From an optimization exercise on the open Yosys and OpenROAD flow, aimed at small area, a short achievable clock period and few clock cycles; shortcuts taken in it are not production practice. Only simulation tests tie the RTL to the original design; equivalence was not proved.

File: flow/config.mk
export PLATFORM = sky130hd
export DESIGN_NAME = dip_fp
export DESIGN_NICKNAME = dip_fp
export VERILOG_FILES = /design/flow/design.v
export SDC_FILE = /design/flow/constraint.sdc
export NUM_CORES = 4
export LEC_CHECK = 0
export CAP_MARGIN = 20
export CORE_MARGIN = 2
export CORE_UTILIZATION = 40
export PLACE_DENSITY = 0.6
export SLEW_MARGIN = 20
File: flow/constraint.sdc
create_clock -name core_clock -period 25.0 [get_ports {clk}]
set_input_delay 5.0000 -clock core_clock [delete_from_list [all_inputs] [get_ports {clk}]]
set_output_delay 5.0000 -clock core_clock [all_outputs]
set_load 0.01 [all_outputs]
File: flow/design.v
module dip_fp (
    input  wire         clk,
    input  wire         rst,           
    input  wire [3:0]   cfg_fmt,
    input  wire [15:0]  cfg_slice_off,  
    input  wire [15:0]  cfg_slice_len,  
    input  wire [23:0]  cfg_rowlen,     
    input  wire [47:0]  cfg_base,
    input  wire [47:0]  cfg_stride,
    input  wire         clr,           
    input  wire         in_valid,
    output wire         in_ready,
    input  wire [9:0]   in_addr,       
    input  wire [511:0] in_data,
    input  wire [63:0]  in_be,
    output wire         busy,
    output reg  [31:0]  st_elements,
    output reg  [31:0]  st_nan,
    output reg  [31:0]  st_pinf,
    output reg  [31:0]  st_ninf,
    output reg  [31:0]  st_zero,
    output reg  [31:0]  st_subnormal,
    output reg  [31:0]  st_saturated,
    output reg  [31:0]  st_skipped,
    output reg  [95:0]  st_sum,
    output reg  [63:0]  st_fingerprint
);
    localparam [63:0] C1 = 64'hA5C3_1E97_42D8_6B0F;
    localparam [63:0] C2 = 64'hD1B5_4A32_9C6F_08E7;
    localparam [1:0] S_IDLE = 2'd0;
    localparam [1:0] S_DIV  = 2'd1;
    localparam [1:0] S_ELEM = 2'd2;
    reg  [1:0]   state;
    reg  [511:0] line;       
    reg  [63:0]  be;
    reg  [9:0]   addr;
    reg  [6:0]   k;          
    reg  [4:0]   div_i;      
    reg  [16:0]  n0;         
    reg  [24:0]  rem;        
    reg  [47:0]  rowg;       
    assign in_ready = (state == S_IDLE);
    assign busy     = (state != S_IDLE);
    reg [2:0] lw;
    always @(*) begin
        case (cfg_fmt)
            4'h0:    lw = 3'd5;
            4'h1:    lw = 3'd4;
            4'h2:    lw = 3'd4;
            4'hC:    lw = 3'd2;
            default: lw = 3'd3;
        endcase
    end
    wire [6:0] last_k = (7'd127 >> (lw - 3'd2));
    wire [9:0]  rel_line = in_addr - cfg_slice_off[15:6];
    wire [16:0] n0_in    = {7'd0, rel_line} << (3'd7 - (lw - 3'd2));
    reg [31:0] code;
    always @(*) begin
        case (lw)
            3'd2:    code = {28'd0, line[3:0]};
            3'd3:    code = {24'd0, line[7:0]};
            3'd4:    code = {16'd0, line[15:0]};
            default: code = line[31:0];
        endcase
    end
    wire [8:0] bitpos = {2'd0, k} << lw;
    wire [5:0] bidx   = bitpos[8:3];
    reg        be_ok;
    always @(*) begin
        case (lw)
            3'd5:    be_ok = &be[bidx +: 4];
            3'd4:    be_ok = &be[bidx +: 2];
            default: be_ok = be[bidx];
        endcase
    end
    wire [16:0] byte_addr = {1'b0, addr, bidx};
    wire [16:0] slice_end = {1'b0, cfg_slice_off} + {1'b0, cfg_slice_len};
    wire        in_slice  = (byte_addr >= {1'b0, cfg_slice_off}) && (byte_addr < slice_end);
    reg        c_nan, c_pinf, c_ninf, c_zero, c_sub, c_sat;
    reg        sgn;
    reg  [7:0] ex;
    reg [22:0] man;
    reg [40:0] mag;          
    reg        is_float;
    reg        has_sum;
    always @(*) begin
        c_nan = 1'b0; c_pinf = 1'b0; c_ninf = 1'b0;
        c_zero = 1'b0; c_sub = 1'b0; c_sat = 1'b0;
        sgn = 1'b0; ex = 8'd0; man = 23'd0; mag = 41'd0;
        is_float = 1'b1; has_sum = 1'b1;
        case (cfg_fmt)
            4'h0: begin  
                sgn = code[31]; ex = code[30:23]; man = code[22:0];
                c_nan  = (ex == 8'hFF) && (man != 23'd0);
                c_pinf = (ex == 8'hFF) && (man == 23'd0) && !sgn;
                c_ninf = (ex == 8'hFF) && (man == 23'd0) && sgn;
                c_sat  = (ex == 8'hFE) && (man == 23'h7FFFFF);
                has_sum = 1'b0;
            end
            4'h1: begin  
                sgn = code[15]; ex = {3'd0, code[14:10]}; man = {13'd0, code[9:0]};
                c_nan  = (ex == 8'h1F) && (man != 23'd0);
                c_pinf = (ex == 8'h1F) && (man == 23'd0) && !sgn;
                c_ninf = (ex == 8'h1F) && (man == 23'd0) && sgn;
                c_sat  = (ex == 8'h1E) && (man == 23'h3FF);
                if (ex == 8'd0) mag = {18'd0, man};
                else            mag = {30'd0, 1'b1, man[9:0]} << (ex - 8'd1);
            end
            4'h2: begin  
                sgn = code[15]; ex = code[14:7]; man = {16'd0, code[6:0]};
                c_nan  = (ex == 8'hFF) && (man != 23'd0);
                c_pinf = (ex == 8'hFF) && (man == 23'd0) && !sgn;
                c_ninf = (ex == 8'hFF) && (man == 23'd0) && sgn;
                c_sat  = (ex == 8'hFE) && (man == 23'h7F);
                has_sum = 1'b0;
            end
            4'h3: begin  
                sgn = code[7]; ex = {4'd0, code[6:3]}; man = {20'd0, code[2:0]};
                c_nan  = (ex == 8'hF) && (man == 23'd7);
                c_sat  = (ex == 8'hF) && (man == 23'd6);
                if (ex == 8'd0) mag = {18'd0, man};
                else            mag = {37'd0, 1'b1, man[2:0]} << (ex - 8'd1);
            end
            4'h4: begin  
                sgn = code[7]; ex = {3'd0, code[6:2]}; man = {21'd0, code[1:0]};
                c_nan  = (ex == 8'h1F) && (man != 23'd0);
                c_pinf = (ex == 8'h1F) && (man == 23'd0) && !sgn;
                c_ninf = (ex == 8'h1F) && (man == 23'd0) && sgn;
                c_sat  = (ex == 8'h1E) && (man == 23'd3);
                if (ex == 8'd0) mag = {18'd0, man};
                else            mag = {38'd0, 1'b1, man[1:0]} << (ex - 8'd1);
            end
            4'hB: begin  
                is_float = 1'b0;
                sgn   = code[7];
                c_sat = (code[7:0] == 8'h7F) || (code[7:0] == 8'h80);
                mag   = sgn ? {33'd0, -code[7:0]} : {33'd0, code[7:0]};
                if (code[7:0] == 8'h80) mag = 41'd128;
            end
            default: begin  
                is_float = 1'b0;
                sgn   = code[3];
                c_sat = (code[3:0] == 4'h7) || (code[3:0] == 4'h8);
                mag   = sgn ? {37'd0, -code[3:0]} : {37'd0, code[3:0]};
                if (code[3:0] == 4'h8) mag = 41'd8;
            end
        endcase
        if (is_float) begin
            c_zero = (ex == 8'd0) && (man == 23'd0);
            c_sub  = (ex == 8'd0) && (man != 23'd0);
        end else begin
            c_zero = (mag == 41'd0);
        end
    end
    wire        no_sum  = c_nan | c_pinf | c_ninf | !has_sum;
    wire [95:0] sum_add = no_sum ? 96'd0
                        : (sgn ? -{55'd0, mag} : {55'd0, mag});
    wire [47:0] g  = rowg + {24'd0, rem[23:0]};
    wire [63:0] x0 = {32'd0, code} ^ ({16'd0, g} * C1);
    wire [63:0] x1 = x0 ^ (x0 >> 29);
    wire [63:0] x2 = x1 * C2;
    wire [63:0] mx = x2 ^ (x2 >> 32);
    wire [24:0] rem_sh  = {rem[23:0], n0[div_i]};
    wire        q_bit   = (rem_sh >= {1'b0, cfg_rowlen});
    wire [24:0] rem_nx  = q_bit ? (rem_sh - {1'b0, cfg_rowlen}) : rem_sh;
    wire [47:0] rowg_nx = {rowg[46:0], 1'b0} + (q_bit ? cfg_stride : 48'd0);
    wire        col_wrap = (rem[23:0] + 24'd1 == cfg_rowlen);
    wire classify = (state == S_ELEM) && in_slice && be_ok;
    wire skip     = (state == S_ELEM) && in_slice && !be_ok;
    always @(posedge clk) begin
        if (rst) begin
            state <= S_IDLE;
        end else begin
            case (state)
                S_IDLE: if (in_valid) state <= S_DIV;
                S_DIV:  if (div_i == 5'd0) state <= S_ELEM;
                S_ELEM: if (k == last_k) state <= S_IDLE;
                default: state <= S_IDLE;
            endcase
        end
    end
    always @(posedge clk) begin
        case (state)
            S_IDLE: begin
                line  <= in_data;
                be    <= in_be;
                addr  <= in_addr;
                n0    <= n0_in;
                k     <= 7'd0;
                div_i <= 5'd16;
                rem   <= 25'd0;
                rowg  <= 48'd0;
            end
            S_DIV: begin
                rem   <= rem_nx;
                div_i <= div_i - 5'd1;
                if (div_i == 5'd0) rowg <= rowg_nx + cfg_base;
                else               rowg <= rowg_nx;
            end
            S_ELEM: begin
                line <= line >> (6'd1 << lw);
                k    <= k + 7'd1;
                if (col_wrap) begin
                    rem  <= 25'd0;
                    rowg <= rowg + cfg_stride;
                end else begin
                    rem  <= rem + 25'd1;
                end
            end
            default: ;
        endcase
    end
    always @(posedge clk) begin
        if (rst || clr) begin
            st_elements    <= 32'd0;
            st_nan         <= 32'd0;
            st_pinf        <= 32'd0;
            st_ninf        <= 32'd0;
            st_zero        <= 32'd0;
            st_subnormal   <= 32'd0;
            st_saturated   <= 32'd0;
            st_skipped     <= 32'd0;
            st_sum         <= 96'd0;
            st_fingerprint <= 64'd0;
        end else begin
            if (skip) st_skipped <= st_skipped + 32'd1;
            if (classify) begin
                st_elements    <= st_elements + 32'd1;
                st_nan         <= st_nan + {31'd0, c_nan};
                st_pinf        <= st_pinf + {31'd0, c_pinf};
                st_ninf        <= st_ninf + {31'd0, c_ninf};
                st_zero        <= st_zero + {31'd0, c_zero};
                st_subnormal   <= st_subnormal + {31'd0, c_sub};
                st_saturated   <= st_saturated + {31'd0, c_sat};
                st_sum         <= st_sum + sum_add;
                st_fingerprint <= st_fingerprint + mx;
            end
        end
    end
endmodule
File: flow/run.sh
#!/bin/bash
# synth_recipe.tcl (not shown) runs the flow's synth.tcl, then flattens the netlist and writes it again
# the make line also repeats each setting of config.mk as NAME=value (left out here)
make -C /OpenROAD-flow-scripts/flow DESIGN_CONFIG=/design/flow/config.mk WORK_HOME=/design/flow/orfs CLKGATE_MAP_FILE= SYNTH_SCRIPT=/design/flow/synth_recipe.tcl finish
==> notes.md <==
worst hold slack = 0.497 ns
status = no timing/DRC/antenna violations
Crit. End Element = flop
unique cell type count in the Yosys netlist = 104
Worst R2R Setup Slack = 1.17 ns
DRT antenna net count = 0
Hold Crit Endpoint = st_sum[83]$_SDFFE_PP0P_
adder-cell area share of the yosys netlist = 33.3%
Root Driver = clkbuf_16
startpoint types = flop
Layout area overhead = 14.3%
Simple-Gate Fraction of Synth Area = 14.3%
Clock Latency Late Sink = 0.93 ns
crit-path max cell delay = 0.99 ns
Seq/Total Area, Yosys = 18.8%
max_cap viols = 0
Top FF cell, synth = edfxtp_1
Die Ht = 625 µm
first-pass GRT wire length = 910000 µm
DR DRC count = 0
Synthesis Warnings = 1
total track usage = 31.8%
synthesized flop and latch total = 1105
Rows = 227
clk_skew = 0.122 ns
top cells by area, synth = fa_1 (21%), edfxtp_1 (13%), ha_1 (13%)
vias post-DR = 133k
Worst-Margin Slew = 1.15 ns
clk sink count = 1105
Die W = 625 µm
Post-CTS Setup Bufs = 0
post-route clock period utilization = 95.3%
RSZ-0062 raised after global routing = no
layout cell share with drive strength beyond 1 = 6.52%
Tightest Hold Check Type = flop to flop
Die ar. = 390000 µm²
mux cell area share after synthesis = 6.96%
Layout Nets = 22.5k
Mean Syn Cell Area = 8.62 µm²
Worst Hold Path Cells = 2
clk slew on worst S/H paths = 0.06 ns
gate count of the mapped netlist = 17.9k
R2R cell count = 77
DR pass1 iterations = 7
Crit path required time = 25.74 ns
Crit Reg-Reg Endpoint = st_fingerprint[63]$_SDFFE_PP0P_
Initial Utilization = 40.2%
Fmax = 0.0420 GHz
Crit path top cell by count = fa_1
CTS H-tree depth = 4
hold path start = st_sum[83]$_SDFFE_PP0P_
Setup violations, final = 0
WP buf/inv = 11
Final min period = 23.83 ns
EDFF count, synth = 687
CTS-repair resized insts = 0
initial antenna violation count = 145
Synth Area in XOR/XNOR = 5.60%
Synth Area in Compound Gates = 12.5%
syn_nets = 21.8k
post-synth top area cell = fa_1
cell area after synthesis = 154000 µm²
# IOs = 1164
Hold-fix buffers, CTS = 0
IO Port Bufs = 1163
GR Overflow Total = 0
final hold viol count = 0
kind of critical path = flop to flop
largest net degree at the start of global routing = 188
via/cell ratio = 5.59
Final Core Density = 46.0%
routed len/inst = 26.8 µm
Max FO, Critical Path = 8
Total Wirelength = 639000 µm
routability cong. = 1.06
Slew HR = 22.5%
CTS tree = yes
WP data arrival = 24.57 ns
clock buffer depth = 4
Max Slew Vio Count = 0
Worst R2R Start = rem[0]$_SDFFCE_PN0P_
Iteration-0 DRC Markers = 12.0k
Yosys top cell area share = 20.7%
number of buffers created by CTS = 149
final setup TNS = 0 ns
largest family of logic cells by synthesized area = adder cells
DP Wirelength = 532000 µm
ys async rst share = 0%
Crit-path slowest cell = o31ai_1
cell class contributing the biggest share of worst-path delay = adder cells
number of global-route vias before repair = 131k
core footprint = 383000 µm²
## stage by stage
stage / setup WS [ns] / area [µm²] / instances
floorplan: 4.39 / 154000 / 17884
global placement: 1.51 / 171000 / 23528
detailed placement: 1.24 / 171000 / 23529
CTS: 1.14 / 176000 / 23787
global route: 0.0486 / 176000 / 23858
finish: 1.17 / 176000 / 23872
## metal layers
metal	wire, µm	up-vias	GRT usage, %
met4	43500	118	19.1
met1	251000	65554	39.1
met3	47100	1307	5.99
met5	781	-	0
li1	-	61069	-
met2	297000	5332	51.8
## cell usage after synthesis, types with 313 or more instances
cell type / number
mux2_2: 653
edfxtp_1: 687
mux2i_1: 313
xor2_1: 396
fa_1: 1597
nor2_1: 1354
nand2_1: 2592
a21oi_1: 886
dfxtp_1: 418
a31oi_1: 475
xnor2_1: 571
inv_1: 2699
clkbuf_1: 611
o21ai_0: 535
ha_1: 1551
## flip-flops by register name (all words and copies together), names as in the netlist, 32 cells and up
signal,count
st_saturated,32
st_ninf,32
st_zero,32
st_pinf,32
st_skipped,32
line,512
st_subnormal,32
st_sum,96
be,64
st_fingerprint,64
st_nan,32
rowg,48
st_elements,32
## worst min-delay path: cells and delay by family (launching register included)
family	cells	cell delay [ns]
AO/OA/AOI/OAI	1	0.06
flip-flops	1	0.33
AND/OR/NAND/NOR	1	0.06
## worst max-delay path by stage
| stage | start | endpoint | cells after the start |
|---|---|---|---|
| final | rem[0]$_SDFFCE_PN0P_ | st_fingerprint[63]$_SDFFE_PP0P_ | 77 |
| after global routing | rem[0]$_SDFFCE_PN0P_ | st_fingerprint[63]$_SDFFE_PP0P_ | 80 |
| after CTS | rem[0]$_SDFFCE_PN0P_ | st_fingerprint[63]$_SDFFE_PP0P_ | 82 |
| after detailed placement | rem[0]$_SDFFCE_PN0P_ | st_fingerprint[63]$_SDFFE_PP0P_ | 82 |
| after global placement | rem[0]$_SDFFCE_PN0P_ | st_fingerprint[63]$_SDFFE_PP0P_ | 80 |
| after floorplan | rem[0]$_SDFFCE_PN0P_ | st_fingerprint[63]$_SDFFE_PP0P_ | 81 |
## cell families after synthesis
group	Yosys count
DFF	1105
adders and majority gates	3148
muxes	977
xor gates and xnor gates	974
AOI/OAI and AO/OA	3068
and+or+nand+nor	5140
buffers and inverters	3472
## placed cells by master (no fill, tap or decap), types with 95 or more instances in the layout
cell type,count
nor2_1,1348
and2_1,104
o21bai_1,95
nor3_1,112
xnor2_1,567
a21o_1,292
mux2_2,653
mux2i_1,313
inv_1,2698
a211oi_1,109
clkdlybuf4s50_1,1163
ha_1,1549
and3_1,148
nor2b_1,113
dfxtp_1,418
nand3_1,277
o21ai_0,533
a31oi_1,474
fa_1,1597
clkbuf_16,153
edfxtp_1,687
o211ai_1,141
buf_4,203
xor2_1,391
a21oi_1,885
nand4_1,128
nand2_1,2592
## cell type report
type	instances	area [µm²]
Antenna cell	85	213
Fill cell	37633	207000
Inverter	2704	10100
Clock inverter	61	796
Tap cell	5038	6300
Sequential cell	1105	29000
Timing Repair Buffer	1375	13400
Clock buffer	197	4140
Multi-Input combinational cell	13307	112000
Testbench counts, summed over its fixed seeds: cycles 202,096.

[port drivers added, routing unchanged]
The flow's constraints put no driver on any port. The routed layout listed below was extracted and timed again, unchanged, in two steps. Step 1: set_driving_cell puts a clkbuf_16 on clk and a buf_2 on each other input, an assumption about the parent block. Step 2 times the ports against the registers' clock, not the clock port: input delays grow and output delays shrink by t, the midpoint of the rising clock arrivals with the driver on. Three values: ideal, step 1, step 2; two values: the first two.
t, ns: 0.987
setup WS [ns]: 1.174 / 1.174 / 1.174
worst hold slack (ns): 0.497 / 0.497 / 0.497
After both steps setup and hold are still met in this run. The setup slack of this run moves by 0.000 ns with the drivers and by 0.000 ns with both steps.
